Context: an optimization exercise on an open-source flow, tuned for small area, a short achievable clock period and few clock cycles per item. The choices shown serve that exercise and are no tape-out recipe. Function was checked by simulation only, so behaviour that the tests miss may differ from the original. Power is estimated from default activity; no workload was simulated.

==> inputs of juniper <==
Design cluster_finder, start of the top module:
module cluster_finder (
    input  wire         clk,
    input  wire         rst,           
    input  wire [13:0]  cl_seed,       
    input  wire         in_valid,
    output wire         in_ready,
    input  wire [139:0] in_row,        
    input  wire [9:0]   in_miss,       
    input  wire [15:0]  in_cn,         
    input  wire [11:0]  in_addr,
    input  wire         in_ts_lost,
    input  wire         in_nsync,
    output wire         out_valid,
    input  wire         out_ready,
    output wire [191:0] out_frame
);
clock: 20.0 ns
lec_check: 0
cap_margin: 20
core_margin: 2
core_utilization: 50
cts_cluster_diameter: 100
cts_cluster_size: 24
place_density: 0.65
slew_margin: 20
tns_end_percent: 0
standard.sh (not shown) runs the stock make flow with config.mk's settings and CLKGATE_MAP_FILE= SYNTH_SCRIPT=/design/flow/synth_recipe.tcl, a recipe that flattens the netlist after the stock synthesis.
==> flow/flow/run.sh <==
#!/bin/bash
# Own layout flow: the standard flow (standard.sh), with two changes.
#  1. Synthesis maps the logic with a delay-driven ABC script (flow/abc_speed.script)
#     and without Yosys's full-adder extraction, so that ABC sees whole logic cones.
#     Registers are mapped before ABC, exactly as in the standard synthesis.
#  2. Timing repair aims for a setup margin of SETUP_SLACK_MARGIN ns at the design's
#     clock period, so that repair works toward a shorter achieved period.
# Every tool's output goes to a log file in this folder (and ORFS's own logs under orfs/logs).
set -uo pipefail
HERE=$(pwd)
rm -rf "$HERE/scripts_own"
cp -r "$FLOW_HOME/scripts" "$HERE/scripts_own"
cp "$HERE/flow/abc_speed.script" "$HERE/scripts_own/abc_speed.script"
MARGIN=$(cat "$HERE/flow/margin.txt" 2>/dev/null || echo 14)
bash standard.sh SCRIPTS_DIR="$HERE/scripts_own" ADDER_MAP_FILE= SETUP_SLACK_MARGIN="$MARGIN" finish > "$HERE/standard_flow.log" 2>&1
status=$?
echo "standard.sh exit status $status" >> "$HERE/standard_flow.log"
exit $status
==> flow/flow/abc_speed.script <==
strash
dch
map -D 5000
topo
buffer -c
upsize -D 5000
dnsize -D 5000
stime -c
==> flow/flow/margin.txt <==
15
==> inputs of delta, as changes to juniper <==
--- a/flow/design.v
+++ b/flow/design.v
@@ -101,22 +101,21 @@
             seedc[i-1] = candc[i-1] & ~vn[i] & ~vne[i-1] & ~vnw[i+1];
         end
     wire         own_x = (xidx != 4'd0) && (xidx != 4'd9);
     reg          cvalid, ceof;      
     reg          ovalid;
-    reg          cfin;              
-    wire         lock   = ovalid | ceof | cfin;      
+    wire         lock   = ovalid | ceof;      
     wire         last1  = ((pend & ~sel) == 8'd0);
     wire         iss    = ~lock & (pend != 8'd0);
     wire         iss_e  = ~lock & eofp & last1;
     wire         shift  = xv & done_r;
     wire [7:0]   pend_s = iss ? (pend & ~sel) : pend;       
     wire         eofp_s = eofp & ~iss_e;
     wire [7:0]   pend_n = shift ? seedc : pend_s;
     wire         eofp_n = shift ? (xidx == 4'd9) : eofp_s;
     wire [7:0]   sel_n  = low8(pend_n);
-    wire         lock_n = (ovalid & ~out_ready) | cfin | ceof | iss_e;
+    wire         lock_n = (ovalid & ~out_ready) | ceof | iss_e;
     wire         done_n = ((pend_n == 8'd0) & ~eofp_n)
                         | (~lock_n & ((pend_n & ~sel_n) == 8'd0));
     wire         xv_n   = rdy ? in_valid : 1'b1;
     wire [3:0]   xidx_n = rdy ? nidx : xidx;
     wire         ok_n   = done_n & ~((xidx_n == 4'd9) & lock_n);
@@ -202,12 +201,12 @@
     end
     wire [2:0]   nseedn = (cvalid && nseed != 3'd7) ? nseed + 3'd1 : nseed;
     reg  [29:0]  hout;              
     reg          eout, oovf;
     reg  [15:0]  crc;
-    wire [175:0] bodyn = {hout[29:2], hout[1], eout, oovf, hout[0],
-                          cl[0], cl[1], cl[2], cl[3], cl[4], cl[5]};
+    wire [175:0] bodyn = {hout[29:2], hout[1], eout, (nseedn == 3'd7), hout[0],
+                          cln[0], cln[1], cln[2], cln[3], cln[4], cln[5]};
     wire [258:0] cx;
     assign cx[0] = bodyn[140] ^ bodyn[141];
     assign cx[1] = bodyn[66] ^ bodyn[109];
     assign cx[2] = bodyn[67] ^ bodyn[110];
     assign cx[3] = bodyn[142] ^ bodyn[143];
@@ -520,25 +519,24 @@
         end else begin
             for (i = 0; i < 6; i = i + 1)
                 cl[i] <= cln[i];
             nseed <= nseedn;
         end
-        if (ceof)
-            oovf <= (nseedn == 3'd7);
-        if (cfin)
+        if (ceof) begin
             crc  <= crcn;
+            oovf <= (nseedn == 3'd7);
+        end
         if (rst) begin
             nidx   <= 4'd0;
             xv     <= 1'b0;
             candc  <= 8'd0;
             pend   <= 8'd0;
             sel    <= 8'd0;
             eofp   <= 1'b0;
             done_r <= 1'b1;
             cvalid <= 1'b0;
             ceof   <= 1'b0;
-            cfin   <= 1'b0;
             ovalid <= 1'b0;
             clr    <= 1'b1;
             rdy    <= 1'b1;
         end else begin
             if (take)
@@ -550,11 +548,10 @@
             eofp   <= eofp_n;
             done_r <= ok_n;
             rdy    <= ~xv_n | ok_n;
             cvalid <= iss;
             ceof   <= iss_e;
-            cfin   <= ceof;
-            ovalid <= cfin | (ovalid & ~out_ready);
+            ovalid <= ceof | (ovalid & ~out_ready);
             clr    <= ovalid & out_ready;
         end
     end
 endmodule
==> summary of the runs <==
Against juniper, the worst setup slack of delta is higher by 0.059 ns.
Against delta, the synthesized cell count of juniper is lower by about 2.7%.
Of delta and juniper, delta has the higher die area (gap 1.3%, measured against juniper).
Of juniper and delta, delta has the higher power (gap 0.28%, measured against delta).
Wire length: delta is larger than juniper (about 3%).
Core utilization: delta is higher than juniper (1.0 points).
Testbench counts of juniper, summed over its fixed seeds: cycles 3,282, frames 320.
Testbench counts of delta, summed over its fixed seeds: cycles 3,240, frames 320.

-- re-timing with driven ports --
The results above use ideal ports. As a check the final layouts listed here were re-extracted and re-timed, cells and wires unchanged.
Step 1 sets driving cells, clkbuf_16 on the clock port and buf_2 on the other inputs (assumed; they add their load-dependent delay and slew).
Step 2, shift: input delay + t, output delay - t, t = (earliest + latest rising clock arrival at the registers) / 2. This alone moves slack from input paths to output paths.
Three values: ideal ports, drivers, drivers and shift; two values: the first two.
run	shift t [ns]	setup slack, ns	latest minus earliest clock arrival (ns)	worst data-port slew with drivers (ns)
juniper	0.799	14.486 / 14.401 / 13.874	0.064 / 0.063	0.14
delta	0.776	14.545 / 14.505 / 13.831	0.043 / 0.043	0.13
After both steps every run listed still meets setup and hold. The setup slack of delta, which loses most, moves by -0.040 ns with the drivers and by -0.714 ns with both steps.
